Background: an optimization exercise with open tools, aiming at small area, a short achievable clock period and few clock cycles per item. Do not read the settings as production practice.
Function was not checked in any run shown here: the RTL went through the layout flow alone.

==> flow/run.sh <==
#!/bin/bash
# The standard layout, with plain buffers (not delay cells) on the ports.
set -euo pipefail
export BUFFER_PORTS_ARGS="-buffer_cell sky130_fd_sc_hd__buf_2"
bash standard.sh > standard.log 2>&1
==> standard.sh <==
#!/bin/bash
# synth_recipe.tcl (not shown) runs the flow's synth.tcl, then flattens the netlist and writes it again
# the make line also repeats each setting of config.mk as NAME=value (left out here)
make -C /OpenROAD-flow-scripts/flow DESIGN_CONFIG=/design/flow/config.mk WORK_HOME=/design/flow/orfs CLKGATE_MAP_FILE= SYNTH_SCRIPT=/design/flow/synth_recipe.tcl "${@:-finish}"
==> config.mk <==
export PLATFORM = sky130hd
export DESIGN_NAME = rs_c2c3_decoder
export DESIGN_NICKNAME = rs_c2c3_decoder
export VERILOG_FILES = /design/flow/design.v
export SDC_FILE = /design/flow/constraint.sdc
export NUM_CORES = 4
export LEC_CHECK = 0
export CAP_MARGIN = 20
export CORE_MARGIN = 2
export CORE_UTILIZATION = 60
export SLEW_MARGIN = 20
==> constraint.sdc <==
create_clock -name core_clock -period 25.0 [get_ports {clk}]
set_input_delay 5.0000 -clock core_clock [delete_from_list [all_inputs] [get_ports {clk}]]
set_output_delay 5.0000 -clock core_clock [all_outputs]
set_load 0.01 [all_outputs]
==> design.v <==
module rs_front (
    input  wire         mode,
    input  wire [255:0] data_in,
    input  wire [31:0]  erase_in,
    output wire [255:0] d,           
    output wire [31:0]  e,           
    output wire [7:0]   s0,
    output wire [7:0]   s1,          
    output wire [7:0]   b,           
    output reg  [7:0]   cd           
);
function automatic [7:0] gf_mulc;
  input [7:0] a;
  input integer k;
  integer j;
  reg [7:0] r;
  begin
    r = a;
    for (j = 0; j < k; j = j + 1)
      r = {r[6:0], 1'b0} ^ (r[7] ? 8'h1D : 8'h00);
    gf_mulc = r;
  end
endfunction
function [7:0] gf_inv;
  input [7:0] a;
  begin
    case (a)
    8'h00: gf_inv = 8'h00;
    8'h01: gf_inv = 8'h01;
    8'h02: gf_inv = 8'h8E;
    8'h03: gf_inv = 8'hF4;
    8'h04: gf_inv = 8'h47;
    8'h05: gf_inv = 8'hA7;
    8'h06: gf_inv = 8'h7A;
    8'h07: gf_inv = 8'hBA;
    8'h08: gf_inv = 8'hAD;
    8'h09: gf_inv = 8'h9D;
    8'h0A: gf_inv = 8'hDD;
    8'h0B: gf_inv = 8'h98;
    8'h0C: gf_inv = 8'h3D;
    8'h0D: gf_inv = 8'hAA;
    8'h0E: gf_inv = 8'h5D;
    8'h0F: gf_inv = 8'h96;
    8'h10: gf_inv = 8'hD8;
    8'h11: gf_inv = 8'h72;
    8'h12: gf_inv = 8'hC0;
    8'h13: gf_inv = 8'h58;
    8'h14: gf_inv = 8'hE0;
    8'h15: gf_inv = 8'h3E;
    8'h16: gf_inv = 8'h4C;
    8'h17: gf_inv = 8'h66;
    8'h18: gf_inv = 8'h90;
    8'h19: gf_inv = 8'hDE;
    8'h1A: gf_inv = 8'h55;
    8'h1B: gf_inv = 8'h80;
    8'h1C: gf_inv = 8'hA0;
    8'h1D: gf_inv = 8'h83;
    8'h1E: gf_inv = 8'h4B;
    8'h1F: gf_inv = 8'h2A;
    8'h20: gf_inv = 8'h6C;
    8'h21: gf_inv = 8'hED;
    8'h22: gf_inv = 8'h39;
    8'h23: gf_inv = 8'h51;
    8'h24: gf_inv = 8'h60;
    8'h25: gf_inv = 8'h56;
    8'h26: gf_inv = 8'h2C;
    8'h27: gf_inv = 8'h8A;
    8'h28: gf_inv = 8'h70;
    8'h29: gf_inv = 8'hD0;
    8'h2A: gf_inv = 8'h1F;
    8'h2B: gf_inv = 8'h4A;
    8'h2C: gf_inv = 8'h26;
    8'h2D: gf_inv = 8'h8B;
    8'h2E: gf_inv = 8'h33;
    8'h2F: gf_inv = 8'h6E;
    8'h30: gf_inv = 8'h48;
    8'h31: gf_inv = 8'h89;
    8'h32: gf_inv = 8'h6F;
    8'h33: gf_inv = 8'h2E;
    8'h34: gf_inv = 8'hA4;
    8'h35: gf_inv = 8'hC3;
    8'h36: gf_inv = 8'h40;
    8'h37: gf_inv = 8'h5E;
    8'h38: gf_inv = 8'h50;
    8'h39: gf_inv = 8'h22;
    8'h3A: gf_inv = 8'hCF;
    8'h3B: gf_inv = 8'hA9;
    8'h3C: gf_inv = 8'hAB;
    8'h3D: gf_inv = 8'h0C;
    8'h3E: gf_inv = 8'h15;
    8'h3F: gf_inv = 8'hE1;
    8'h40: gf_inv = 8'h36;
    8'h41: gf_inv = 8'h5F;
    8'h42: gf_inv = 8'hF8;
    8'h43: gf_inv = 8'hD5;
    8'h44: gf_inv = 8'h92;
    8'h45: gf_inv = 8'h4E;
    8'h46: gf_inv = 8'hA6;
    8'h47: gf_inv = 8'h04;
    8'h48: gf_inv = 8'h30;
    8'h49: gf_inv = 8'h88;
    8'h4A: gf_inv = 8'h2B;
    8'h4B: gf_inv = 8'h1E;
    8'h4C: gf_inv = 8'h16;
    8'h4D: gf_inv = 8'h67;
    8'h4E: gf_inv = 8'h45;
    8'h4F: gf_inv = 8'h93;
    8'h50: gf_inv = 8'h38;
    8'h51: gf_inv = 8'h23;
    8'h52: gf_inv = 8'h68;
    8'h53: gf_inv = 8'h8C;
    8'h54: gf_inv = 8'h81;
    8'h55: gf_inv = 8'h1A;
    8'h56: gf_inv = 8'h25;
    8'h57: gf_inv = 8'h61;
    8'h58: gf_inv = 8'h13;
    8'h59: gf_inv = 8'hC1;
    8'h5A: gf_inv = 8'hCB;
    8'h5B: gf_inv = 8'h63;
    8'h5C: gf_inv = 8'h97;
    8'h5D: gf_inv = 8'h0E;
    8'h5E: gf_inv = 8'h37;
    8'h5F: gf_inv = 8'h41;
    8'h60: gf_inv = 8'h24;
    8'h61: gf_inv = 8'h57;
    8'h62: gf_inv = 8'hCA;
    8'h63: gf_inv = 8'h5B;
    8'h64: gf_inv = 8'hB9;
    8'h65: gf_inv = 8'hC4;
    8'h66: gf_inv = 8'h17;
    8'h67: gf_inv = 8'h4D;
    8'h68: gf_inv = 8'h52;
    8'h69: gf_inv = 8'h8D;
    8'h6A: gf_inv = 8'hEF;
    8'h6B: gf_inv = 8'hB3;
    8'h6C: gf_inv = 8'h20;
    8'h6D: gf_inv = 8'hEC;
    8'h6E: gf_inv = 8'h2F;
    8'h6F: gf_inv = 8'h32;
    8'h70: gf_inv = 8'h28;
    8'h71: gf_inv = 8'hD1;
    8'h72: gf_inv = 8'h11;
    8'h73: gf_inv = 8'hD9;
    8'h74: gf_inv = 8'hE9;
    8'h75: gf_inv = 8'hFB;
    8'h76: gf_inv = 8'hDA;
    8'h77: gf_inv = 8'h79;
    8'h78: gf_inv = 8'hDB;
    8'h79: gf_inv = 8'h77;
    8'h7A: gf_inv = 8'h06;
    8'h7B: gf_inv = 8'hBB;
    8'h7C: gf_inv = 8'h84;
    8'h7D: gf_inv = 8'hCD;
    8'h7E: gf_inv = 8'hFE;
    8'h7F: gf_inv = 8'hFC;
    8'h80: gf_inv = 8'h1B;
    8'h81: gf_inv = 8'h54;
    8'h82: gf_inv = 8'hA1;
    8'h83: gf_inv = 8'h1D;
    8'h84: gf_inv = 8'h7C;
    8'h85: gf_inv = 8'hCC;
    8'h86: gf_inv = 8'hE4;
    8'h87: gf_inv = 8'hB0;
    8'h88: gf_inv = 8'h49;
    8'h89: gf_inv = 8'h31;
    8'h8A: gf_inv = 8'h27;
    8'h8B: gf_inv = 8'h2D;
    8'h8C: gf_inv = 8'h53;
    8'h8D: gf_inv = 8'h69;
    8'h8E: gf_inv = 8'h02;
    8'h8F: gf_inv = 8'hF5;
    8'h90: gf_inv = 8'h18;
    8'h91: gf_inv = 8'hDF;
    8'h92: gf_inv = 8'h44;
    8'h93: gf_inv = 8'h4F;
    8'h94: gf_inv = 8'h9B;
    8'h95: gf_inv = 8'hBC;
    8'h96: gf_inv = 8'h0F;
    8'h97: gf_inv = 8'h5C;
    8'h98: gf_inv = 8'h0B;
    8'h99: gf_inv = 8'hDC;
    8'h9A: gf_inv = 8'hBD;
    8'h9B: gf_inv = 8'h94;
    8'h9C: gf_inv = 8'hAC;
    8'h9D: gf_inv = 8'h09;
    8'h9E: gf_inv = 8'hC7;
    8'h9F: gf_inv = 8'hA2;
    8'hA0: gf_inv = 8'h1C;
    8'hA1: gf_inv = 8'h82;
    8'hA2: gf_inv = 8'h9F;
    8'hA3: gf_inv = 8'hC6;
    8'hA4: gf_inv = 8'h34;
    8'hA5: gf_inv = 8'hC2;
    8'hA6: gf_inv = 8'h46;
    8'hA7: gf_inv = 8'h05;
    8'hA8: gf_inv = 8'hCE;
    8'hA9: gf_inv = 8'h3B;
    8'hAA: gf_inv = 8'h0D;
    8'hAB: gf_inv = 8'h3C;
    8'hAC: gf_inv = 8'h9C;
    8'hAD: gf_inv = 8'h08;
    8'hAE: gf_inv = 8'hBE;
    8'hAF: gf_inv = 8'hB7;
    8'hB0: gf_inv = 8'h87;
    8'hB1: gf_inv = 8'hE5;
    8'hB2: gf_inv = 8'hEE;
    8'hB3: gf_inv = 8'h6B;
    8'hB4: gf_inv = 8'hEB;
    8'hB5: gf_inv = 8'hF2;
    8'hB6: gf_inv = 8'hBF;
    8'hB7: gf_inv = 8'hAF;
    8'hB8: gf_inv = 8'hC5;
    8'hB9: gf_inv = 8'h64;
    8'hBA: gf_inv = 8'h07;
    8'hBB: gf_inv = 8'h7B;
    8'hBC: gf_inv = 8'h95;
    8'hBD: gf_inv = 8'h9A;
    8'hBE: gf_inv = 8'hAE;
    8'hBF: gf_inv = 8'hB6;
    8'hC0: gf_inv = 8'h12;
    8'hC1: gf_inv = 8'h59;
    8'hC2: gf_inv = 8'hA5;
    8'hC3: gf_inv = 8'h35;
    8'hC4: gf_inv = 8'h65;
    8'hC5: gf_inv = 8'hB8;
    8'hC6: gf_inv = 8'hA3;
    8'hC7: gf_inv = 8'h9E;
    8'hC8: gf_inv = 8'hD2;
    8'hC9: gf_inv = 8'hF7;
    8'hCA: gf_inv = 8'h62;
    8'hCB: gf_inv = 8'h5A;
    8'hCC: gf_inv = 8'h85;
    8'hCD: gf_inv = 8'h7D;
    8'hCE: gf_inv = 8'hA8;
    8'hCF: gf_inv = 8'h3A;
    8'hD0: gf_inv = 8'h29;
    8'hD1: gf_inv = 8'h71;
    8'hD2: gf_inv = 8'hC8;
    8'hD3: gf_inv = 8'hF6;
    8'hD4: gf_inv = 8'hF9;
    8'hD5: gf_inv = 8'h43;
    8'hD6: gf_inv = 8'hD7;
    8'hD7: gf_inv = 8'hD6;
    8'hD8: gf_inv = 8'h10;
    8'hD9: gf_inv = 8'h73;
    8'hDA: gf_inv = 8'h76;
    8'hDB: gf_inv = 8'h78;
    8'hDC: gf_inv = 8'h99;
    8'hDD: gf_inv = 8'h0A;
    8'hDE: gf_inv = 8'h19;
    8'hDF: gf_inv = 8'h91;
    8'hE0: gf_inv = 8'h14;
    8'hE1: gf_inv = 8'h3F;
    8'hE2: gf_inv = 8'hE6;
    8'hE3: gf_inv = 8'hF0;
    8'hE4: gf_inv = 8'h86;
    8'hE5: gf_inv = 8'hB1;
    8'hE6: gf_inv = 8'hE2;
    8'hE7: gf_inv = 8'hF1;
    8'hE8: gf_inv = 8'hFA;
    8'hE9: gf_inv = 8'h74;
    8'hEA: gf_inv = 8'hF3;
    8'hEB: gf_inv = 8'hB4;
    8'hEC: gf_inv = 8'h6D;
    8'hED: gf_inv = 8'h21;
    8'hEE: gf_inv = 8'hB2;
    8'hEF: gf_inv = 8'h6A;
    8'hF0: gf_inv = 8'hE3;
    8'hF1: gf_inv = 8'hE7;
    8'hF2: gf_inv = 8'hB5;
    8'hF3: gf_inv = 8'hEA;
    8'hF4: gf_inv = 8'h03;
    8'hF5: gf_inv = 8'h8F;
    8'hF6: gf_inv = 8'hD3;
    8'hF7: gf_inv = 8'hC9;
    8'hF8: gf_inv = 8'h42;
    8'hF9: gf_inv = 8'hD4;
    8'hFA: gf_inv = 8'hE8;
    8'hFB: gf_inv = 8'h75;
    8'hFC: gf_inv = 8'h7F;
    8'hFD: gf_inv = 8'hFF;
    8'hFE: gf_inv = 8'h7E;
    8'hFF: gf_inv = 8'hFD;
    endcase
  end
endfunction
assign d = mode ? data_in : {128'd0, data_in[127:0]};
assign e = mode ? erase_in : {16'd0, erase_in[15:0]};
reg [7:0] x0;
integer i;
always @* begin
  x0 = 8'd0;
  for (i = 0; i < 32; i = i + 1)
    x0 = x0 ^ d[8*i +: 8];
end
assign s0 = x0;
wire [7:0] h1 [0:15];
wire [7:0] h2 [0:7];
wire [7:0] h3 [0:3];
wire [7:0] h4 [0:1];
genvar g;
generate
  for (g = 0; g < 16; g = g + 1) begin : g_h1
    assign h1[g] = gf_mulc(d[16*g +: 8], 1) ^ d[16*g+8 +: 8];
  end
  for (g = 0; g < 8; g = g + 1) begin : g_h2
    assign h2[g] = gf_mulc(h1[2*g], 2) ^ h1[2*g+1];
  end
  for (g = 0; g < 4; g = g + 1) begin : g_h3
    assign h3[g] = gf_mulc(h2[2*g], 4) ^ h2[2*g+1];
  end
  for (g = 0; g < 2; g = g + 1) begin : g_h4
    assign h4[g] = gf_mulc(h3[2*g], 8) ^ h3[2*g+1];
  end
endgenerate
assign s1 = gf_mulc(h4[0], 16) ^ h4[1];
reg [4:0] p, q;
always @* begin
  p = 5'd0;
  q = 5'd0;
  for (i = 31; i >= 0; i = i - 1)
    if (e[i]) p = i[4:0];
  for (i = 0; i < 32; i = i + 1)
    if (e[i]) q = i[4:0];
end
wire [4:0] dq = q - p;
reg [7:0] xinv;
always @* begin
  case (q)
    5'd0: xinv = 8'h12;
    5'd1: xinv = 8'h24;
    5'd2: xinv = 8'h48;
    5'd3: xinv = 8'h90;
    5'd4: xinv = 8'h3D;
    5'd5: xinv = 8'h7A;
    5'd6: xinv = 8'hF4;
    5'd7: xinv = 8'hF5;
    5'd8: xinv = 8'hF7;
    5'd9: xinv = 8'hF3;
    5'd10: xinv = 8'hFB;
    5'd11: xinv = 8'hEB;
    5'd12: xinv = 8'hCB;
    5'd13: xinv = 8'h8B;
    5'd14: xinv = 8'h0B;
    5'd15: xinv = 8'h16;
    5'd16: xinv = 8'h2C;
    5'd17: xinv = 8'h58;
    5'd18: xinv = 8'hB0;
    5'd19: xinv = 8'h7D;
    5'd20: xinv = 8'hFA;
    5'd21: xinv = 8'hE9;
    5'd22: xinv = 8'hCF;
    5'd23: xinv = 8'h83;
    5'd24: xinv = 8'h1B;
    5'd25: xinv = 8'h36;
    5'd26: xinv = 8'h6C;
    5'd27: xinv = 8'hD8;
    5'd28: xinv = 8'hAD;
    5'd29: xinv = 8'h47;
    5'd30: xinv = 8'h8E;
    5'd31: xinv = 8'h01;
  endcase
  case (dq)
    5'd1: cd = 8'hF4;
    5'd2: cd = 8'hA7;
    5'd3: cd = 8'h9D;
    5'd4: cd = 8'h72;
    5'd5: cd = 8'hED;
    5'd6: cd = 8'h5F;
    5'd7: cd = 8'h54;
    5'd8: cd = 8'hA0;
    5'd9: cd = 8'hA9;
    5'd10: cd = 8'hFB;
    5'd11: cd = 8'h74;
    5'd12: cd = 8'h85;
    5'd13: cd = 8'hE4;
    5'd14: cd = 8'hC0;
    5'd15: cd = 8'h8A;
    5'd16: cd = 8'h67;
    5'd17: cd = 8'hDC;
    5'd18: cd = 8'h26;
    5'd19: cd = 8'h63;
    5'd20: cd = 8'hF2;
    5'd21: cd = 8'hE9;
    5'd22: cd = 8'hB4;
    5'd23: cd = 8'hD2;
    5'd24: cd = 8'h02;
    5'd25: cd = 8'h8E;
    5'd26: cd = 8'hBA;
    5'd27: cd = 8'hAA;
    5'd28: cd = 8'hDE;
    5'd29: cd = 8'h89;
    5'd30: cd = 8'h57;
    5'd31: cd = 8'h59;
    default: cd = 8'h00;
  endcase
end
assign b = (e == 32'd0) ? gf_inv(s0) : xinv;
endmodule
module rs_gfmul (
    input  wire [7:0] a,
    input  wire [7:0] b,
    output wire [7:0] y
);
reg [14:0] t;
integer i, j;
always @* begin
  t = 15'd0;
  for (i = 0; i < 8; i = i + 1)
    for (j = 0; j < 8; j = j + 1)
      t[i+j] = t[i+j] ^ (a[i] & b[j]);
end
assign y = t[7:0]
         ^ ({8{t[8]}}  & 8'h1D)
         ^ ({8{t[9]}}  & 8'h3A)
         ^ ({8{t[10]}} & 8'h74)
         ^ ({8{t[11]}} & 8'hE8)
         ^ ({8{t[12]}} & 8'hCD)
         ^ ({8{t[13]}} & 8'h87)
         ^ ({8{t[14]}} & 8'h13);
endmodule
module rs_back (
    input  wire         mode,
    input  wire [255:0] d,
    input  wire [31:0]  e,
    input  wire [7:0]   s0,
    input  wire [7:0]   s1,
    input  wire [7:0]   b,
    input  wire [7:0]   cd,
    output reg  [255:0] data_out,
    output wire [31:0]  erase_out,
    output wire [1:0]   status
);
reg [31:0] below, above;
integer i;
always @* begin
  below[0] = 1'b0;
  for (i = 1; i < 32; i = i + 1)
    below[i] = below[i-1] | e[i-1];
  above[31] = 1'b0;
  for (i = 30; i >= 0; i = i - 1)
    above[i] = above[i+1] | e[i+1];
end
wire [31:0] f1 = e & ~below;
wire [31:0] f2 = e & ~above;
wire no_er  = ~|e;
wire multi  = |(e & ~f1);
wire many   = |(e & ~f1 & ~f2);
wire one_er = ~no_er & ~multi;
wire two_er = multi & ~many;
wire [7:0] m1, ep;
rs_gfmul u_m1 (.a(s1), .b(b), .y(m1));
wire [7:0] n1 = m1 ^ s0;
rs_gfmul u_m2 (.a(n1), .b(cd), .y(ep));
wire [7:0] eq = ep ^ s0;
wire [31:0] m;
assign m[0] = (m1 == 8'hC0);
assign m[1] = (m1 == 8'h60);
assign m[2] = (m1 == 8'h30);
assign m[3] = (m1 == 8'h18);
assign m[4] = (m1 == 8'h0C);
assign m[5] = (m1 == 8'h06);
assign m[6] = (m1 == 8'h03);
assign m[7] = (m1 == 8'h8F);
assign m[8] = (m1 == 8'hC9);
assign m[9] = (m1 == 8'hEA);
assign m[10] = (m1 == 8'h75);
assign m[11] = (m1 == 8'hB4);
assign m[12] = (m1 == 8'h5A);
assign m[13] = (m1 == 8'h2D);
assign m[14] = (m1 == 8'h98);
assign m[15] = (m1 == 8'h4C);
assign m[16] = (m1 == 8'h26);
assign m[17] = (m1 == 8'h13);
assign m[18] = (m1 == 8'h87);
assign m[19] = (m1 == 8'hCD);
assign m[20] = (m1 == 8'hE8);
assign m[21] = (m1 == 8'h74);
assign m[22] = (m1 == 8'h3A);
assign m[23] = (m1 == 8'h1D);
assign m[24] = (m1 == 8'h80);
assign m[25] = (m1 == 8'h40);
assign m[26] = (m1 == 8'h20);
assign m[27] = (m1 == 8'h10);
assign m[28] = (m1 == 8'h08);
assign m[29] = (m1 == 8'h04);
assign m[30] = (m1 == 8'h02);
assign m[31] = (m1 == 8'h01);
wire [31:0] act = mode ? 32'hFFFF_FFFF : 32'h0000_FFFF;
wire clean = (s0 == 8'd0) & (s1 == 8'd0);
wire fail = many | (no_er & ~clean & ~|(m & act)) | (one_er & |n1);
wire [7:0]  ea  = fail ? 8'd0 : (two_er ? ep : s0);
wire [7:0]  eb  = two_er ? eq : 8'd0;
wire [31:0] sela = no_er ? m : f1;
always @*
  for (i = 0; i < 32; i = i + 1)
    data_out[8*i +: 8] = d[8*i +: 8] ^ ({8{sela[i]}} & ea) ^ ({8{f2[i]}} & eb);
assign erase_out = fail ? e : 32'd0;
assign status = fail ? 2'd2 : ((no_er & clean) ? 2'd0 : 2'd1);
endmodule
module rs_c2c3_decoder (
    input  wire         clk,
    input  wire         rst,         
    input  wire         in_valid,
    output wire         in_ready,
    input  wire         in_mode,     
    input  wire [255:0] in_data,
    input  wire [31:0]  in_erase,
    output reg          out_valid,
    input  wire         out_ready,
    output wire [255:0] out_data,
    output wire [31:0]  out_erase,
    output wire [1:0]   out_status
);
wire [255:0] f_d;
wire [31:0]  f_e;
wire [7:0]   f_s0, f_s1, f_b, f_cd;
rs_front u_front (
    .mode(in_mode), .data_in(in_data), .erase_in(in_erase),
    .d(f_d), .e(f_e), .s0(f_s0), .s1(f_s1), .b(f_b), .cd(f_cd)
);
reg         r_mode;
reg [255:0] r_d;
reg [31:0]  r_e;
reg [7:0]   r_s0, r_s1, r_b, r_cd;
assign in_ready = !out_valid || out_ready;
always @(posedge clk) begin
  if (rst) begin
    out_valid <= 1'b0;
  end else if (in_ready) begin
    out_valid <= in_valid;
  end
end
always @(posedge clk) begin
  if (in_valid && in_ready) begin
    r_mode <= in_mode;
    r_d    <= f_d;
    r_e    <= f_e;
    r_s0   <= f_s0;
    r_s1   <= f_s1;
    r_b    <= f_b;
    r_cd   <= f_cd;
  end
end
rs_back u_back (
    .mode(r_mode), .d(r_d), .e(r_e), .s0(r_s0), .s1(r_s1), .b(r_b), .cd(r_cd),
    .data_out(out_data), .erase_out(out_erase), .status(out_status)
);
endmodule
==> flow_metrics.py, run 1 <==
metrics = {
    "logic_synthesis": {
        "synth.area.top_cells": "edfxtp_1 (29%), xnor2_1 (25%), nor2_1 (4.2%), nor3_1 (4.2%), xor2_1 (4.1%)",
        "synth_compound_area_frac": 0.112,
        "ys.warnings.count": 4,
        "synth.distinct_cells": 86,
        "synth-seq-area-share": 0.286,
        "synth_mux_area_frac": 0.0155,
        "synth_top_area_cell": "edfxtp_1",
        "synth_top_family_by_area": "XOR/XNOR gates",
        "synthFlopType": "edfxtp_1",
        "synthXorXnorAreaFrac": 0.347,
        "synthArstFlopShare": 0,
        "avgSynthCellArea_um2": 8.88,
        "synth-seq-cells": 322,
        "synth_edf_count": 321,
        "syn_nets": 4120,
        "synth_cells": 3800,
        "syn_area_um2": 33800,
        "synth_top_area_frac": 0.286,
        "synth-simple-area-share": 0.190,
        "synthAdderAreaFrac": 0.0135,
    },
    "flow_run": {
        "drv_cap": 0,
    },
    "die": {
        "die_h_um": 241,
        "die_w_um": 241,
        "core_region_area_um2": 55400,
        "ios": 585,
        "start_util": 0.609,
        "die_area_um2": 58200,
        "placementRows": 86,
    },
    "placement": {
        "dp_slack_ns": 13.43,
        "numPortBuffers": 584,
        "gp_congestion": 1.02,
        "dpl.hpwl_um": 110000,
    },
    "critical_path": {
        "worstPathCellList": "nand2_1, xor2_1, xnor3_1, xnor3_1, xnor2_1, nor4_1, a21oi_1, a21oi_1, inv_1, a41o_1, buf_4, and2_4, buf_4, nor3_1, xnor2_1, buf_2",
        "worst-path-buf-inv": 4,
        "path_depth": 16,
        "cpPeakStageDelay_ns": 0.99,
        "path_max_fanout": 96,
        "rrSetupSlack_ns": 21.51,
        "cp.required_ns": 20.00,
        "r2r_cells": 4,
        "critical_path_arrival_ns": 7.45,
        "path_class": "reg -> out",
        "cpLargestDelayFamily": "XOR/XNOR gates",
        "crit_path_start_kind": "flip-flop",
        "crit_path_top_delay_cell": "buf_4",
        "end_kind": "output pin",
    },
    "clock_tree": {
        "cts_tree": "yes",
        "htreeDepth": 2,
        "cts_hold_buf": 0,
        "clock_latency_ns": 0.59,
        "cts_root_buffer": "clkbuf_16",
        "cts_resized": 0,
        "clk_pin_slew_ns": 0.06,
        "numCtsBuffers": 40,
        "clockBufferDepth": 3,
        "postCtsSetupBuffers": 0,
        "clock_sinks": 322,
    },
    "layout": {
        "syn_to_final_growth_pct": 14.3,
        "nFillCells": 4395,
        "drive_gt1_frac": 0.182,
        "final_nets": 4559,
    },
    "timing": {
        "fmax_mhz": 80.3,
        "finalClockSkew_ns": 0.0259,
        "period_share": 0.498,
        "final-max-slew-violation-count": 0,
        "rsz0062_at_grt": "no",
        "hold_viol": 0,
        "min_period_ns": 12.45,
        "whs_ns": 0.529,
        "relSlewSlack": 0.145,
        "setup_viol": 0,
        "finalSetupTns_ns": 0,
        "worst_pin_slew_ns": 1.28,
        "setup_slack_ns": 12.55,
    },
    "global_route": {
        "antenna_found_initial": 14,
        "grt_max_degree": 128,
        "track_usage": 0.492,
        "grt_pass1_vias": 31803,
        "grt-ovfl-total": 0,
        "grt_pass1_wl_um": 209000,
    },
    "min_path": {
        "min_path_cells": 2,
        "hp-class": "reg -> reg",
    },
    "detailed_routing": {
        "drt-wirelength-per-cell_um": 29.6,
        "first_iter_violations": 5561,
        "vias": 34220,
        "via_per_inst": 6.80,
        "post-route-drc-count": 0,
        "totalWireLength_um": 149000,
        "dr.pass1.iters": 7,
        "final_antenna_net_count": 0,
    },
    "status": {
        "status": "complete, no violations",
    },
}
## cells by family (layout without fill, tap and decap cells)
logic type,after synthesis,in the layout
and+or+nand+nor,1349,1349
muxes,32,32
adders and majority gates,38,38
other,0,18
DFF,322,322
buffers and inverters,305,771
AOI/OAI and AO/OA,560,560
xor gates and xnor gates,1194,1194
## worst reg2reg max path, cell delays in order (launching register included)
cell and delay (ns):
dfxtp_1 0.31, nand2b_1 0.10, and2_4 0.70, buf_4 0.97, buf_4 0.92
## cell usage after synthesis, types with 12 or more instances
cell,count
a2111oi_0,13
a211oi_1,33
a21o_1,14
a21oi_1,108
a22oi_1,17
a31oi_1,33
a32oi_1,19
and2_1,153
and3_1,43
buf_1,22
buf_2,35
clkbuf_1,192
edfxtp_1,321
ha_1,26
inv_1,44
mux2i_1,13
mux4_2,16
nand2_1,295
nand3_1,63
nand4_1,25
nor2_1,376
nor3_1,281
nor4_1,33
o211ai_1,22
o21ai_0,114
o21bai_1,12
o221ai_1,13
o22ai_1,23
o311ai_0,13
o31ai_1,16
o32ai_1,31
or3_1,25
xnor2_1,945
xnor3_1,50
xor2_1,158
xor3_1,28
## final timing paths
path / to / from
worst max-delay path: out_data[215] / r_s1[7]$_DFFE_PP_
worst min-delay path: out_valid$_SDFFE_PP0N_ / out_valid$_SDFFE_PP0N_
worst max register to register: r_e[5]$_DFFE_PP_ / out_valid$_SDFFE_PP0N_
worst min register to register: out_valid$_SDFFE_PP0N_ / out_valid$_SDFFE_PP0N_
## metrics by stage
| step | cell area [µm²] | cells | utilization |
|---|---|---|---|
| after floorplan | 33800 | 3800 | - |
| after global placement | 37300 | 4944 | 0.672 |
| after detailed placement | 37300 | 4945 | 0.673 |
| after CTS | 38500 | 5014 | 0.695 |
| after global routing | 38600 | 5024 | 0.696 |
| final | 38600 | 5032 | 0.696 |
## registers in the layout, summed over array words and instances (netlist names)
name,flops
out_valid,1
r_b,8
r_cd,8
r_d,256
r_e,32
r_mode,1
r_s0,8
r_s1,8
## final cells by class
type / count / area, µm² / share of cell area
clock inverter: 16 / 199 / 0.00516
inverter: 51 / 191 / 0.00496
antenna: 18 / 45.0 / 0.00117
sequential: 322 / 9660 / 0.250
multi-input combinational: 3173 / 23100 / 0.598
tap: 748 / 936 / 0.0243
timing repair buffer: 651 / 3440 / 0.0893
clock buffer: 53 / 1050 / 0.0272
## per-layer routing
| layer | global-route usage | routed length (µm) |
|---|---|---|
| met1 | 0.620 | 50100 |
| met2 | 0.722 | 62800 |
| met3 | 0.151 | 23600 |
| met4 | 0.340 | 12200 |
| met5 | 0 | 37 |
## layout by cell type, fill, tap and decap left out, types with 40 or more instances in the layout
cell / n
nor3_1: 281
inv_1: 44
clkbuf_16: 40
xnor3_1: 49
xnor2_1: 941
edfxtp_1: 321
o21ai_0: 114
a21oi_1: 107
nand2_1: 295
nor2_1: 375
nand3_1: 63
xor2_1: 158
and2_1: 150
buf_2: 583
buf_4: 66
and3_1: 43
==> run 2: changes to the inputs <==
--- a/design.v
+++ b/design.v
@@ -2,12 +2,11 @@
     input  wire         mode,
     input  wire [255:0] data_in,
     input  wire [31:0]  erase_in,
-    output wire [255:0] d,           
     output wire [31:0]  e,           
     output wire [7:0]   s0,
     output wire [7:0]   s1,          
-    output wire [7:0]   b,           
-    output reg  [7:0]   cd           
+    output wire [7:0]   k1,
+    output wire [7:0]   k2
 );
 function automatic [7:0] gf_mulc;
   input [7:0] a;
@@ -284,37 +283,77 @@
     endcase
   end
 endfunction
-assign d = mode ? data_in : {128'd0, data_in[127:0]};
+function [7:0] gf_loc;
+  input [4:0] p;
+  begin
+    case (p)
+    5'd0: gf_loc = 8'hC0;
+    5'd1: gf_loc = 8'h60;
+    5'd2: gf_loc = 8'h30;
+    5'd3: gf_loc = 8'h18;
+    5'd4: gf_loc = 8'h0C;
+    5'd5: gf_loc = 8'h06;
+    5'd6: gf_loc = 8'h03;
+    5'd7: gf_loc = 8'h8F;
+    5'd8: gf_loc = 8'hC9;
+    5'd9: gf_loc = 8'hEA;
+    5'd10: gf_loc = 8'h75;
+    5'd11: gf_loc = 8'hB4;
+    5'd12: gf_loc = 8'h5A;
+    5'd13: gf_loc = 8'h2D;
+    5'd14: gf_loc = 8'h98;
+    5'd15: gf_loc = 8'h4C;
+    5'd16: gf_loc = 8'h26;
+    5'd17: gf_loc = 8'h13;
+    5'd18: gf_loc = 8'h87;
+    5'd19: gf_loc = 8'hCD;
+    5'd20: gf_loc = 8'hE8;
+    5'd21: gf_loc = 8'h74;
+    5'd22: gf_loc = 8'h3A;
+    5'd23: gf_loc = 8'h1D;
+    5'd24: gf_loc = 8'h80;
+    5'd25: gf_loc = 8'h40;
+    5'd26: gf_loc = 8'h20;
+    5'd27: gf_loc = 8'h10;
+    5'd28: gf_loc = 8'h08;
+    5'd29: gf_loc = 8'h04;
+    5'd30: gf_loc = 8'h02;
+    5'd31: gf_loc = 8'h01;
+    endcase
+  end
+endfunction
 assign e = mode ? erase_in : {16'd0, erase_in[15:0]};
-reg [7:0] x0;
-integer i;
-always @* begin
-  x0 = 8'd0;
-  for (i = 0; i < 32; i = i + 1)
-    x0 = x0 ^ d[8*i +: 8];
-end
-assign s0 = x0;
 wire [7:0] h1 [0:15];
 wire [7:0] h2 [0:7];
 wire [7:0] h3 [0:3];
 wire [7:0] h4 [0:1];
+wire [7:0] a1 [0:15];
+wire [7:0] a2 [0:7];
+wire [7:0] a3 [0:3];
+wire [7:0] a4 [0:1];
 genvar g;
 generate
-  for (g = 0; g < 16; g = g + 1) begin : g_h1
-    assign h1[g] = gf_mulc(d[16*g +: 8], 1) ^ d[16*g+8 +: 8];
+  for (g = 0; g < 16; g = g + 1) begin : g_1
+    assign h1[g] = gf_mulc(data_in[16*g +: 8], 1) ^ data_in[16*g+8 +: 8];
+    assign a1[g] = data_in[16*g +: 8] ^ data_in[16*g+8 +: 8];
   end
-  for (g = 0; g < 8; g = g + 1) begin : g_h2
+  for (g = 0; g < 8; g = g + 1) begin : g_2
     assign h2[g] = gf_mulc(h1[2*g], 2) ^ h1[2*g+1];
+    assign a2[g] = a1[2*g] ^ a1[2*g+1];
   end
-  for (g = 0; g < 4; g = g + 1) begin : g_h3
+  for (g = 0; g < 4; g = g + 1) begin : g_3
     assign h3[g] = gf_mulc(h2[2*g], 4) ^ h2[2*g+1];
+    assign a3[g] = a2[2*g] ^ a2[2*g+1];
   end
-  for (g = 0; g < 2; g = g + 1) begin : g_h4
+  for (g = 0; g < 2; g = g + 1) begin : g_4
     assign h4[g] = gf_mulc(h3[2*g], 8) ^ h3[2*g+1];
+    assign a4[g] = a3[2*g] ^ a3[2*g+1];
   end
 endgenerate
-assign s1 = gf_mulc(h4[0], 16) ^ h4[1];
+assign s0 = a4[0] ^ ({8{mode}} & a4[1]);
+assign s1 = gf_mulc(h4[0], 16) ^ ({8{mode}} & h4[1]);
 reg [4:0] p, q;
+integer i;
 always @* begin
   p = 5'd0;
   q = 5'd0;
@@ -323,44 +362,17 @@
   for (i = 0; i < 32; i = i + 1)
     if (e[i]) q = i[4:0];
 end
+wire no_er = (e == 32'd0);
+wire multi = (p != q);
 wire [4:0] dq = q - p;
-reg [7:0] xinv;
+wire [7:0] xp = gf_loc(p);
+wire [7:0] xq = gf_loc(q);
+wire [7:0] z = no_er ? s0 : (multi ? (xp ^ xq) : xq);
+assign k1 = gf_inv(z);
+reg [7:0] cd;
 always @* begin
-  case (q)
-    5'd0: xinv = 8'h12;
-    5'd1: xinv = 8'h24;
-    5'd2: xinv = 8'h48;
-    5'd3: xinv = 8'h90;
-    5'd4: xinv = 8'h3D;
-    5'd5: xinv = 8'h7A;
-    5'd6: xinv = 8'hF4;
-    5'd7: xinv = 8'hF5;
-    5'd8: xinv = 8'hF7;
-    5'd9: xinv = 8'hF3;
-    5'd10: xinv = 8'hFB;
-    5'd11: xinv = 8'hEB;
-    5'd12: xinv = 8'hCB;
-    5'd13: xinv = 8'h8B;
-    5'd14: xinv = 8'h0B;
-    5'd15: xinv = 8'h16;
-    5'd16: xinv = 8'h2C;
-    5'd17: xinv = 8'h58;
-    5'd18: xinv = 8'hB0;
-    5'd19: xinv = 8'h7D;
-    5'd20: xinv = 8'hFA;
-    5'd21: xinv = 8'hE9;
-    5'd22: xinv = 8'hCF;
-    5'd23: xinv = 8'h83;
-    5'd24: xinv = 8'h1B;
-    5'd25: xinv = 8'h36;
-    5'd26: xinv = 8'h6C;
-    5'd27: xinv = 8'hD8;
-    5'd28: xinv = 8'hAD;
-    5'd29: xinv = 8'h47;
-    5'd30: xinv = 8'h8E;
-    5'd31: xinv = 8'h01;
-  endcase
   case (dq)
+    5'd0: cd = 8'h01;
     5'd1: cd = 8'hF4;
     5'd2: cd = 8'hA7;
     5'd3: cd = 8'h9D;
@@ -392,10 +404,9 @@
     5'd29: cd = 8'h89;
     5'd30: cd = 8'h57;
     5'd31: cd = 8'h59;
-    default: cd = 8'h00;
   endcase
 end
-assign b = (e == 32'd0) ? gf_inv(s0) : xinv;
+assign k2 = no_er ? 8'd0 : cd;
 endmodule
 module rs_gfmul (
     input  wire [7:0] a,
@@ -421,12 +432,12 @@
 endmodule
 module rs_back (
     input  wire         mode,
-    input  wire [255:0] d,
+    input  wire [255:0] d,           
     input  wire [31:0]  e,
     input  wire [7:0]   s0,
     input  wire [7:0]   s1,
-    input  wire [7:0]   b,
-    input  wire [7:0]   cd,
+    input  wire [7:0]   k1,
+    input  wire [7:0]   k2,
     output reg  [255:0] data_out,
     output wire [31:0]  erase_out,
     output wire [1:0]   status
@@ -448,53 +459,55 @@
 wire many   = |(e & ~f1 & ~f2);
 wire one_er = ~no_er & ~multi;
 wire two_er = multi & ~many;
-wire [7:0] m1, ep;
-rs_gfmul u_m1 (.a(s1), .b(b), .y(m1));
-wire [7:0] n1 = m1 ^ s0;
-rs_gfmul u_m2 (.a(n1), .b(cd), .y(ep));
-wire [7:0] eq = ep ^ s0;
+wire [7:0] y1, y2;
+rs_gfmul u_m1 (.a(s1), .b(k1), .y(y1));
+rs_gfmul u_m2 (.a(s0), .b(k2), .y(y2));
+wire [7:0] y = y1 ^ y2;
 wire [31:0] m;
-assign m[0] = (m1 == 8'hC0);
-assign m[1] = (m1 == 8'h60);
-assign m[2] = (m1 == 8'h30);
-assign m[3] = (m1 == 8'h18);
-assign m[4] = (m1 == 8'h0C);
-assign m[5] = (m1 == 8'h06);
-assign m[6] = (m1 == 8'h03);
-assign m[7] = (m1 == 8'h8F);
-assign m[8] = (m1 == 8'hC9);
-assign m[9] = (m1 == 8'hEA);
-assign m[10] = (m1 == 8'h75);
-assign m[11] = (m1 == 8'hB4);
-assign m[12] = (m1 == 8'h5A);
-assign m[13] = (m1 == 8'h2D);
-assign m[14] = (m1 == 8'h98);
-assign m[15] = (m1 == 8'h4C);
-assign m[16] = (m1 == 8'h26);
-assign m[17] = (m1 == 8'h13);
-assign m[18] = (m1 == 8'h87);
-assign m[19] = (m1 == 8'hCD);
-assign m[20] = (m1 == 8'hE8);
-assign m[21] = (m1 == 8'h74);
-assign m[22] = (m1 == 8'h3A);
-assign m[23] = (m1 == 8'h1D);
-assign m[24] = (m1 == 8'h80);
-assign m[25] = (m1 == 8'h40);
-assign m[26] = (m1 == 8'h20);
-assign m[27] = (m1 == 8'h10);
-assign m[28] = (m1 == 8'h08);
-assign m[29] = (m1 == 8'h04);
-assign m[30] = (m1 == 8'h02);
-assign m[31] = (m1 == 8'h01);
-wire [31:0] act = mode ? 32'hFFFF_FFFF : 32'h0000_FFFF;
+assign m[0] = (y == 8'hC0);
+assign m[1] = (y == 8'h60);
+assign m[2] = (y == 8'h30);
+assign m[3] = (y == 8'h18);
+assign m[4] = (y == 8'h0C);
+assign m[5] = (y == 8'h06);
+assign m[6] = (y == 8'h03);
+assign m[7] = (y == 8'h8F);
+assign m[8] = (y == 8'hC9);
+assign m[9] = (y == 8'hEA);
+assign m[10] = (y == 8'h75);
+assign m[11] = (y == 8'hB4);
+assign m[12] = (y == 8'h5A);
+assign m[13] = (y == 8'h2D);
+assign m[14] = (y == 8'h98);
+assign m[15] = (y == 8'h4C);
+assign m[16] = (y == 8'h26);
+assign m[17] = (y == 8'h13);
+assign m[18] = (y == 8'h87);
+assign m[19] = (y == 8'hCD);
+assign m[20] = (y == 8'hE8);
+assign m[21] = (y == 8'h74);
+assign m[22] = (y == 8'h3A);
+assign m[23] = (y == 8'h1D);
+assign m[24] = (y == 8'h80);
+assign m[25] = (y == 8'h40);
+assign m[26] = (y == 8'h20);
+assign m[27] = (y == 8'h10);
+assign m[28] = (y == 8'h08);
+assign m[29] = (y == 8'h04);
+assign m[30] = (y == 8'h02);
+assign m[31] = (y == 8'h01);
+wire [31:0] mm = m & (mode ? 32'hFFFF_FFFF : 32'h0000_FFFF);
 wire clean = (s0 == 8'd0) & (s1 == 8'd0);
-wire fail = many | (no_er & ~clean & ~|(m & act)) | (one_er & |n1);
-wire [7:0]  ea  = fail ? 8'd0 : (two_er ? ep : s0);
-wire [7:0]  eb  = two_er ? eq : 8'd0;
-wire [31:0] sela = no_er ? m : f1;
+wire ynz   = |y;
+wire kill  = many | (one_er & ynz);
+wire fail  = kill | (no_er & ~clean & ~|mm);
+wire [7:0]  ea   = kill ? 8'd0 : (two_er ? y : s0);
+wire [7:0]  eb   = two_er ? (y ^ s0) : 8'd0;
+wire [31:0] sela = no_er ? mm : f1;
+wire [255:0] dm  = mode ? d : {128'd0, d[127:0]};
 always @*
   for (i = 0; i < 32; i = i + 1)
-    data_out[8*i +: 8] = d[8*i +: 8] ^ ({8{sela[i]}} & ea) ^ ({8{f2[i]}} & eb);
+    data_out[8*i +: 8] = dm[8*i +: 8] ^ ({8{sela[i]}} & ea) ^ ({8{f2[i]}} & eb);
 assign erase_out = fail ? e : 32'd0;
 assign status = fail ? 2'd2 : ((no_er & clean) ? 2'd0 : 2'd1);
 endmodule
@@ -512,17 +525,16 @@
     output wire [31:0]  out_erase,
     output wire [1:0]   out_status
 );
-wire [255:0] f_d;
 wire [31:0]  f_e;
-wire [7:0]   f_s0, f_s1, f_b, f_cd;
+wire [7:0]   f_s0, f_s1, f_k1, f_k2;
 rs_front u_front (
     .mode(in_mode), .data_in(in_data), .erase_in(in_erase),
-    .d(f_d), .e(f_e), .s0(f_s0), .s1(f_s1), .b(f_b), .cd(f_cd)
+    .e(f_e), .s0(f_s0), .s1(f_s1), .k1(f_k1), .k2(f_k2)
 );
 reg         r_mode;
 reg [255:0] r_d;
 reg [31:0]  r_e;
-reg [7:0]   r_s0, r_s1, r_b, r_cd;
+reg [7:0]   r_s0, r_s1, r_k1, r_k2;
 assign in_ready = !out_valid || out_ready;
 always @(posedge clk) begin
   if (rst) begin
@@ -534,16 +546,16 @@
 always @(posedge clk) begin
   if (in_valid && in_ready) begin
     r_mode <= in_mode;
-    r_d    <= f_d;
+    r_d    <= in_data;
     r_e    <= f_e;
     r_s0   <= f_s0;
     r_s1   <= f_s1;
-    r_b    <= f_b;
-    r_cd   <= f_cd;
+    r_k1   <= f_k1;
+    r_k2   <= f_k2;
   end
 end
 rs_back u_back (
-    .mode(r_mode), .d(r_d), .e(r_e), .s0(r_s0), .s1(r_s1), .b(r_b), .cd(r_cd),
+    .mode(r_mode), .d(r_d), .e(r_e), .s0(r_s0), .s1(r_s1), .k1(r_k1), .k2(r_k2),
     .data_out(out_data), .erase_out(out_erase), .status(out_status)
 );
 endmodule
==> flow_metrics.py, run 2 <==
metrics = {
    "timing": {
        "fmax_mhz": 80.5,
        "rsz0062_at_grt": "no",
        "hold_viol": 0,
        "final-max-slew-violation-count": 0,
        "finalSetupTns_ns": 0,
        "setup_viol": 0,
        "relSlewSlack": 0.150,
        "worst_pin_slew_ns": 1.28,
        "period_share": 0.497,
        "finalClockSkew_ns": 0.0156,
        "min_period_ns": 12.43,
    },
    "clock_tree": {
        "cts_resized": 0,
        "cts_tree": "yes",
        "clock_latency_ns": 0.59,
        "htreeDepth": 2,
        "clk_pin_slew_ns": 0.06,
        "cts_root_buffer": "clkbuf_16",
        "clockBufferDepth": 3,
        "postCtsSetupBuffers": 0,
        "numCtsBuffers": 40,
        "cts_hold_buf": 0,
        "clock_sinks": 322,
    },
    "logic_synthesis": {
        "syn_nets": 4193,
        "syn_area_um2": 32800,
        "ys.warnings.count": 4,
        "synthArstFlopShare": 0,
        "synth_edf_count": 321,
        "synth_common_cells": "xnor2_1 (977), nor2_1 (542), nand2_1 (445)",
        "yosysMostFrequentCell": "xnor2_1",
        "avgSynthCellArea_um2": 8.47,
        "synth_top_area_frac": 0.294,
        "synth-seq-cells": 322,
        "synth_cells": 3866,
        "synth_top_area_cell": "edfxtp_1",
        "synth.distinct_cells": 98,
        "synth-seq-area-share": 0.295,
        "synth.area.top_cells": "edfxtp_1 (29%), xnor2_1 (26%), nor2_1 (6.2%), xor2_1 (5.8%), nand2_1 (5.1%)",
        "synthFlopType": "edfxtp_1",
    },
    "critical_path": {
        "end_kind": "output pin",
        "critical_path_arrival_ns": 7.43,
        "path_class": "reg -> out",
        "path_max_fanout": 19,
        "crit_path_start_kind": "flip-flop",
        "cp.required_ns": 20.00,
    },
    "placement": {
        "gp_congestion": 1.09,
        "dpl_cell_area_um2": 36100,
        "numPortBuffers": 584,
        "dpl.hpwl_um": 106000,
    },
    "layout": {
        "layout_commonest_cell": "xnor2_1",
        "final_nets": 4638,
        "reg_top3": "r_d: 256 flops, r_e: 32 flops",
        "largest_reg_flops": 256,
        "largest_register": "r_d",
        "finalInstanceArea_um2": 37300,
        "drive_gt1_frac": 0.176,
        "syn_to_final_growth_pct": 14.0,
        "layout_common_cells": "xnor2_1 (977), buf_2 (585), nor2_1 (541)",
    },
    "global_route": {
        "grt_pass1_wl_um": 203000,
        "grt-ovfl-total": 0,
        "grt_pass1_vias": 31015,
        "antenna_found_initial": 19,
        "grt_max_degree": 90,
        "track_usage": 0.485,
    },
    "die": {
        "die_area_um2": 56500,
        "die_w_um": 238,
        "die_h_um": 238,
        "start_util": 0.607,
        "ios": 585,
        "placementRows": 85,
        "core_region_area_um2": 53900,
    },
    "detailed_routing": {
        "via_per_inst": 6.58,
        "vias": 33246,
        "post-route-drc-count": 0,
        "first_iter_violations": 5253,
        "final_antenna_net_count": 0,
        "dr.pass1.iters": 6,
        "totalWireLength_um": 143000,
        "drt-wirelength-per-cell_um": 28.2,
    },
    "flow_run": {
        "drv_cap": 0,
    },
    "min_path": {
        "hp-class": "reg -> reg",
    },
    "status": {
        "status": "complete, no violations",
    },
}
==> run 2: layout make-up <==
| type | instances | area [µm²] |
|---|---|---|
| Multi-Input combinational cell | 3247 | 22000 |
| Timing Repair Buffer | 645 | 3380 |
| Fill cell | 4288 | 16600 |
| Clock buffer | 48 | 1030 |
| Tap cell | 696 | 871 |
| Inverter | 55 | 206 |
| Antenna cell | 12 | 30.0 |
| Sequential cell | 322 | 9660 |
| Clock inverter | 24 | 181 |
==> run 2: kinds of logic (layout without fill, tap and decap cells) <==
family                   Yosys count  count (layout)  share of synthesized area
AND/OR/NAND/NOR                 1406            1406                      0.193
XOR/XNOR                        1209            1209                      0.330
AO/OA/AOI/OAI                    563             563                      0.121
flip-flops                       322             322                      0.295
buffers and inverters            297             772                     0.0378
adder cells (fa/ha/maj)           50              50                     0.0181
multiplexers                      19              19                    0.00596
other                              0              12                          0
==> run 2: worst max-delay path: stages (launching register included) <==
cell and delay (ns):
edfxtp_1 0.65, or4_1 0.70, or4_4 0.56, or2_1 0.32, maj3_1 0.37, o21ai_1 0.12, o221ai_1 0.13, nor4_1 0.61
nand4_2 0.41, nand2b_1 0.64, or2_1 0.93, buf_4 0.49, nor2_1 0.10, xor2_1 0.19, xnor2_1 0.39, buf_2 0.22
==> run 2: worst paths after layout <==
check | from | to | slack [ns] | depth (start not counted)
worst max register to register | out_valid$_SDFFE_PP0N_ | r_d[67]$_DFFE_PP_ | 21.56 | 4
worst min register to register | out_valid$_SDFFE_PP0N_ | out_valid$_SDFFE_PP0N_ | 0.55 | 2
worst min-delay path | out_valid$_SDFFE_PP0N_ | out_valid$_SDFFE_PP0N_ | 0.55 | 2
worst max-delay path | r_e[2]$_DFFE_PP_ | out_data[252] | 12.57 | 15
==> run 2: metal layers <==
layer  GRT usage  wire length [µm]  vias to the layer above
li1            -                 -                    14105
met1       0.618             50300                    15471
met2       0.720             60100                     2998
met3       0.139             20800                      660
met4       0.318             11200                       12
met5           0                82                        -
==> run 2: through the flow <==
| stage | setup slack (ns) | instances | utilization | hold slack [ns] |
|---|---|---|---|---|
| after floorplan | 11.77 | 3866 | - | 0.593 |
| final | 12.57 | 5049 | 0.692 | 0.546 |
| after global placement | 12.91 | 4962 | 0.669 | 0.506 |
| after global routing | 12.50 | 5045 | 0.692 | 0.564 |
| after CTS | 12.86 | 5034 | 0.691 | 0.538 |
| after detailed placement | 12.79 | 4962 | 0.669 | 0.527 |
==> run 3: changes to the inputs <==
==> flow/run.sh (replaced) <==
#!/bin/bash
# The standard layout, with plain buffers (not delay cells) on the ports and
# timing repair aiming for slack beyond the clock's, so the layout reaches a
# shorter period than the 25 ns it is built at.
set -euo pipefail
export BUFFER_PORTS_ARGS="-buffer_cell sky130_fd_sc_hd__buf_2"
export SETUP_SLACK_MARGIN=16
export TNS_END_PERCENT=100
bash standard.sh > standard.log 2>&1
==> flow_metrics.py, run 3 <==
metrics = {
    "logic_synthesis": {
        "synthArstFlopShare": 0,
        "syn_area_um2": 32800,
        "synth_mux_area_frac": 0.00596,
        "synth-simple-area-share": 0.193,
        "synth-seq-cells": 322,
        "synth-seq-area-share": 0.295,
        "synth.area.top_cells": "edfxtp_1 (29%), xnor2_1 (26%), nor2_1 (6.2%), xor2_1 (5.8%), nand2_1 (5.1%)",
        "yosysMostFrequentCell": "xnor2_1",
        "synth.distinct_cells": 98,
        "ys.warnings.count": 4,
        "syn_nets": 4193,
        "synth_top_area_cell": "edfxtp_1",
        "synth_common_cells": "xnor2_1 (977), nor2_1 (542), nand2_1 (445)",
        "synth_cells": 3866,
        "synthAdderAreaFrac": 0.0181,
        "synthFlopType": "edfxtp_1",
        "avgSynthCellArea_um2": 8.47,
        "synthXorXnorAreaFrac": 0.330,
        "synth_compound_area_frac": 0.121,
        "synth_top_family_by_area": "XOR/XNOR gates",
        "synth_top_area_frac": 0.294,
        "synth_edf_count": 321,
    },
    "clock_tree": {
        "htreeDepth": 2,
        "clockBufferDepth": 3,
        "clock_sinks": 322,
        "numCtsBuffers": 40,
        "cts_root_buffer": "clkbuf_16",
    },
    "status": {
        "lastStage": "global routing (5_1_grt)",
        "status": "did not finish",
        "tool.error": "[ERROR GRT-0116] Global routing finished with congestion. Check the congestion regions in the DRC Viewer.",
    },
    "die": {
        "ios": 585,
        "die_h_um": 238,
        "placementRows": 85,
        "die_w_um": 238,
        "start_util": 0.607,
    },
    "global_route": {
        "grt_pass1_wl_um": 345000,
        "grt_pass1_vias": 45826,
        "track_usage": 0.848,
        "grt_max_degree": 90,
        "grt-ovfl-total": 161,
    },
    "placement": {
        "dpl.hpwl_um": 107000,
        "dpl_cell_area_um2": 39900,
        "place_inst": 4963,
        "gp_congestion": 1.01,
        "numPortBuffers": 584,
        "dp_slack_ns": 13.10,
    },
}
==> run 3: cell counts after synthesis <==
Identical to the previous run, type by type.
==> run 3: how the worst max path moves through the flow <==
| stage | from | end | slack, ns | cells after the start |
|---|---|---|---|---|
| after CTS | out_ready | in_ready | 14.67 | 3 |
| after floorplan | out_ready | in_ready | 14.87 | 1 |
| after detailed placement | in_mode | r_k1[4]$_DFFE_PP_ | 13.10 | 22 |
| after global placement | in_mode | r_k1[4]$_DFFE_PP_ | 13.15 | 22 |
==> run 3: per-stage QoR <==
step	util
after floorplan	-
after global placement	0.740
after detailed placement	0.740
after CTS	0.886
==> run 3: routing by layer <==
metal / overflow / track usage
met5: 1 / 0.572
met4: 62 / 0.835
met3: 8 / 0.767
met2: 79 / 0.950
met1: 11 / 0.843
==> run 3: cells by family after synthesis <==
logic type      count (synthesis)
compound gates                563
xor+xnor                     1209
fa+ha+maj                      50
buf+inv                       297
flops                         322
mux                            19
simple gates                 1406
==> run 3: timing repair <==
item	in CTS
setup endpoints to repair	304
pin swaps	241
cloned	44
resized for setup	648
setup buffers	283
hold buffers	0
==> run 4: changes to the inputs <==
--- a/design.v
+++ b/design.v
@@ -6,7 +6,11 @@
     output wire [7:0]   s0,
     output wire [7:0]   s1,          
     output wire [7:0]   k1,
-    output wire [7:0]   k2
+    output wire [7:0]   k2,
+    output wire         no_er,       
+    output wire         one_er,      
+    output wire         two_er,      
+    output wire         many         
 );
 function automatic [7:0] gf_mulc;
   input [7:0] a;
@@ -362,8 +366,20 @@
   for (i = 0; i < 32; i = i + 1)
     if (e[i]) q = i[4:0];
 end
-wire no_er = (e == 32'd0);
-wire multi = (p != q);
+reg [31:0] below, above;
+always @* begin
+  below[0] = 1'b0;
+  for (i = 1; i < 32; i = i + 1)
+    below[i] = below[i-1] | e[i-1];
+  above[31] = 1'b0;
+  for (i = 30; i >= 0; i = i - 1)
+    above[i] = above[i+1] | e[i+1];
+end
+assign no_er  = (e == 32'd0);
+wire   multi  = (p != q);
+assign many   = |(e & below & above);
+assign one_er = ~no_er & ~multi;
+assign two_er = multi & ~many;
 wire [4:0] dq = q - p;
 wire [7:0] xp = gf_loc(p);
 wire [7:0] xq = gf_loc(q);
@@ -438,6 +454,10 @@
     input  wire [7:0]   s1,
     input  wire [7:0]   k1,
     input  wire [7:0]   k2,
+    input  wire         no_er,
+    input  wire         one_er,
+    input  wire         two_er,
+    input  wire         many,
     output reg  [255:0] data_out,
     output wire [31:0]  erase_out,
     output wire [1:0]   status
@@ -454,11 +474,6 @@
 end
 wire [31:0] f1 = e & ~below;
 wire [31:0] f2 = e & ~above;
-wire no_er  = ~|e;
-wire multi  = |(e & ~f1);
-wire many   = |(e & ~f1 & ~f2);
-wire one_er = ~no_er & ~multi;
-wire two_er = multi & ~many;
 wire [7:0] y1, y2;
 rs_gfmul u_m1 (.a(s1), .b(k1), .y(y1));
 rs_gfmul u_m2 (.a(s0), .b(k2), .y(y2));
@@ -507,7 +522,7 @@
 wire [255:0] dm  = mode ? d : {128'd0, d[127:0]};
 always @*
   for (i = 0; i < 32; i = i + 1)
-    data_out[8*i +: 8] = dm[8*i +: 8] ^ ({8{sela[i]}} & ea) ^ ({8{f2[i]}} & eb);
+    data_out[8*i +: 8] = dm[8*i +: 8] ^ (({8{sela[i]}} & ea) | ({8{f2[i]}} & eb));
 assign erase_out = fail ? e : 32'd0;
 assign status = fail ? 2'd2 : ((no_er & clean) ? 2'd0 : 2'd1);
 endmodule
@@ -527,14 +542,17 @@
 );
 wire [31:0]  f_e;
 wire [7:0]   f_s0, f_s1, f_k1, f_k2;
+wire         f_no_er, f_one_er, f_two_er, f_many;
 rs_front u_front (
     .mode(in_mode), .data_in(in_data), .erase_in(in_erase),
-    .e(f_e), .s0(f_s0), .s1(f_s1), .k1(f_k1), .k2(f_k2)
+    .e(f_e), .s0(f_s0), .s1(f_s1), .k1(f_k1), .k2(f_k2),
+    .no_er(f_no_er), .one_er(f_one_er), .two_er(f_two_er), .many(f_many)
 );
 reg         r_mode;
 reg [255:0] r_d;
 reg [31:0]  r_e;
 reg [7:0]   r_s0, r_s1, r_k1, r_k2;
+reg         r_no_er, r_one_er, r_two_er, r_many;
 assign in_ready = !out_valid || out_ready;
 always @(posedge clk) begin
   if (rst) begin
@@ -552,10 +570,15 @@
     r_s1   <= f_s1;
     r_k1   <= f_k1;
     r_k2   <= f_k2;
+    r_no_er  <= f_no_er;
+    r_one_er <= f_one_er;
+    r_two_er <= f_two_er;
+    r_many   <= f_many;
   end
 end
 rs_back u_back (
     .mode(r_mode), .d(r_d), .e(r_e), .s0(r_s0), .s1(r_s1), .k1(r_k1), .k2(r_k2),
+    .no_er(r_no_er), .one_er(r_one_er), .two_er(r_two_er), .many(r_many),
     .data_out(out_data), .erase_out(out_erase), .status(out_status)
 );
 endmodule
--- a/flow/run.sh
+++ b/flow/run.sh
@@ -4,6 +4,6 @@
 # shorter period than the 25 ns it is built at.
 set -euo pipefail
 export BUFFER_PORTS_ARGS="-buffer_cell sky130_fd_sc_hd__buf_2"
-export SETUP_SLACK_MARGIN=16
+export SETUP_SLACK_MARGIN=14.6
 export TNS_END_PERCENT=100
 bash standard.sh > standard.log 2>&1
--- a/config.mk
+++ b/config.mk
@@ -7,5 +7,5 @@
 export LEC_CHECK = 0
 export CAP_MARGIN = 20
 export CORE_MARGIN = 2
-export CORE_UTILIZATION = 60
+export CORE_UTILIZATION = 50
 export SLEW_MARGIN = 20
==> flow_metrics.py, run 4 <==
metrics = {
    "status": {
        "status": "complete, no violations",
    },
    "detailed_routing": {
        "post-route-drc-count": 0,
        "totalWireLength_um": 145000,
        "via_per_inst": 6.66,
        "first_iter_violations": 5052,
        "dr.pass1.iters": 6,
        "drt-wirelength-per-cell_um": 30.5,
        "final_antenna_net_count": 0,
        "vias": 31711,
    },
    "logic_synthesis": {
        "synthFlopType": "edfxtp_1",
        "synth_cells": 3412,
        "synth_top_area_frac": 0.321,
        "synth-seq-area-share": 0.321,
        "syn_area_um2": 30400,
        "synth.distinct_cells": 98,
        "avgSynthCellArea_um2": 8.92,
        "synthArstFlopShare": 0,
        "syn_nets": 3735,
        "yosysMostFrequentCell": "xnor2_1",
        "synth.area.top_cells": "edfxtp_1 (32%), xnor2_1 (22%), xor2_1 (6.6%), nand2_1 (5.7%), o22ai_1 (3.3%)",
        "synth_common_cells": "xnor2_1 (748), nand2_1 (460), edfxtp_1 (325)",
        "synth-seq-cells": 326,
        "ys.warnings.count": 4,
        "synth_top_area_cell": "edfxtp_1",
        "synth_edf_count": 325,
    },
    "layout": {
        "largest_register": "r_d",
        "utilization": 0.599,
        "layout_common_cells": "xnor2_1 (740), buf_2 (584), nand2_1 (457)",
        "layout_commonest_cell": "xnor2_1",
        "syn_to_final_growth_pct": 18.6,
        "drive_gt1_frac": 0.222,
        "final_nets": 4262,
        "reg_top3": "r_d: 256 flops, r_e: 32 flops",
        "nFillCells": 5329,
        "largest_reg_flops": 256,
    },
    "timing": {
        "setup_viol": 0,
        "rsz0062_at_grt": "yes",
        "fmax_mhz": 96.4,
        "finalSetupTns_ns": 0,
        "final-max-slew-violation-count": 0,
        "hold_viol": 0,
        "worst_pin_slew_ns": 1.29,
        "period_share": 0.415,
        "relSlewSlack": 0.138,
        "min_period_ns": 10.37,
        "finalClockSkew_ns": 0.0169,
    },
    "clock_tree": {
        "cts_root_buffer": "clkbuf_16",
        "clockBufferDepth": 3,
        "cts_hold_buf": 0,
        "htreeDepth": 2,
        "clock_latency_ns": 0.57,
        "clock_sinks": 326,
        "cts_tree": "yes",
        "clk_pin_slew_ns": 0.07,
        "numCtsBuffers": 39,
    },
    "placement": {
        "numPortBuffers": 584,
        "gp_congestion": 1.02,
        "dpl.hpwl_um": 108000,
    },
    "global_route": {
        "grt_pass1_wl_um": 204000,
        "grt_max_degree": 79,
        "track_usage": 0.441,
        "antenna_found_initial": 17,
        "grt_pass1_vias": 29593,
        "grt-ovfl-total": 0,
    },
    "critical_path": {
        "r2r_cells": 4,
        "timing.rr.start": "out_valid$_SDFFE_PP0N_",
        "end_kind": "output pin",
        "path_class": "in -> out",
        "critical_path_arrival_ns": 5.37,
        "r2r-end": "r_d[8]$_DFFE_PP_",
        "crit_path_start_kind": "primary input",
        "path_max_fanout": 3,
        "cp.required_ns": 20.00,
        "rrSetupSlack_ns": 21.64,
    },
    "die": {
        "core_region_area_um2": 60200,
        "die_w_um": 251,
        "placementRows": 90,
        "die_h_um": 251,
        "ios": 585,
        "start_util": 0.505,
        "die_area_um2": 62900,
    },
    "min_path": {
        "hp-class": "reg -> reg",
        "min_to": "out_valid$_SDFFE_PP0N_",
        "min_path_cells": 2,
        "min_from": "out_valid$_SDFFE_PP0N_",
    },
    "flow_run": {
        "drv_cap": 0,
    },
}
run 4: worst max-delay path by stage:
stage | cells after the start | to | start | slack, ns
after floorplan | 1 | in_ready | out_ready | 14.82
after global placement | 22 | r_k1[5]$_DFFE_PP_ | in_mode | 13.00
after detailed placement | 22 | r_k1[5]$_DFFE_PP_ | in_mode | 12.76
after CTS | 16 | out_data[65] | r_s1[6]$_DFFE_PP_ | 14.61
after global routing | 20 | r_k1[3]$_DFFE_PP_ | in_erase[1] | 14.50
final | 3 | in_ready | out_ready | 14.63
run 4: what timing repair did:
item | in CTS | in global routing
cloned | 1 | 0
endpoints found under the setup margin | 299 | 216
resized for setup | 60 | 48
setup buffers | 33 | 36
pin swaps | 4 | 8
run 4: metrics by stage:
step	hold slack, ns	cell area [µm²]	worst slack, ns	cells
4_1_cts	0.503	35500	14.61	4710
2_1_floorplan	0.593	30400	14.82	3412
3_3_place_gp	0.491	33800	13.00	4606
5_1_grt	0.534	36100	14.50	4760
3_5_place_dp	0.518	33800	12.76	4607
6_report	0.510	36100	14.63	4760
run 4: kinds of logic (layout without fill, tap and decap cells):
family | Yosys count | count (layout) | synth area share
AOI/OAI and AO/OA | 784 | 784 | 0.181
xor gates and xnor gates | 995 | 995 | 0.293
adders and majority gates | 35 | 35 | 0.0140
buffers and inverters | 294 | 848 | 0.0418
DFF | 326 | 326 | 0.321
muxes | 14 | 15 | 0.00477
other | 0 | 11 | 0
and+or+nand+nor | 964 | 964 | 0.144
run 4: layout make-up:
type                            count  area, µm²  area share
Antenna cell                       11       27.5    0.000762
Clock buffer                       51       1060      0.0295
Inverter                           69        273     0.00756
Tap cell                          782        978      0.0271
Timing Repair Buffer              710       3940       0.109
Multi-Input combinational cell   2793      19900       0.551
Clock inverter                     18        138     0.00381
Sequential cell                   326       9780       0.271
run 4: worst max-delay path: stages:
cell and delay, ns:
buf_2 0.10, nand2b_4 0.14, buf_2 0.14
run 4: routing by layer:
metal | vias up | part of all wire | track usage
met3 | 698 | 0.12 | 0.0927
met1 | 14992 | 0.36 | 0.554
met4 | 6 | 0.077 | 0.269
met2 | 2757 | 0.44 | 0.695
met5 | - | 0.00027 | 0
li1 | 13258 | - | -

## what the ideal ports hide
The results above use ideal ports. As a check the final layouts listed here were re-extracted and re-timed, cells and wires unchanged.
Step 1 assumes that a clkbuf_16 drives the clock port and a buf_2 every other input.
Step 2, shift: input delay + t, output delay - t, t = (earliest + latest rising clock arrival at the registers) / 2. This alone moves slack from input paths to output paths.
a / b / c = ideal / step 1 / step 2; a / b = the first two.
| run | t, ns | setup slack, ns | hold WS [ns] |
|---|---|---|---|
| run 1 | 0.641 | 12.553 / 12.488 / 13.128 | 0.529 / 0.529 / 0.529 |
| run 2 | 0.643 | 12.571 / 12.508 / 12.390 | 0.546 / 0.546 / 0.546 |
| run 4 | 0.629 | 14.628 / 14.610 / 14.043 | 0.510 / 0.510 / 0.510 |
After both steps setup and hold are still met in every run listed. For run 4, which loses most, drivers alone change the setup slack by -0.018 ns; drivers and shift together by -0.585 ns.
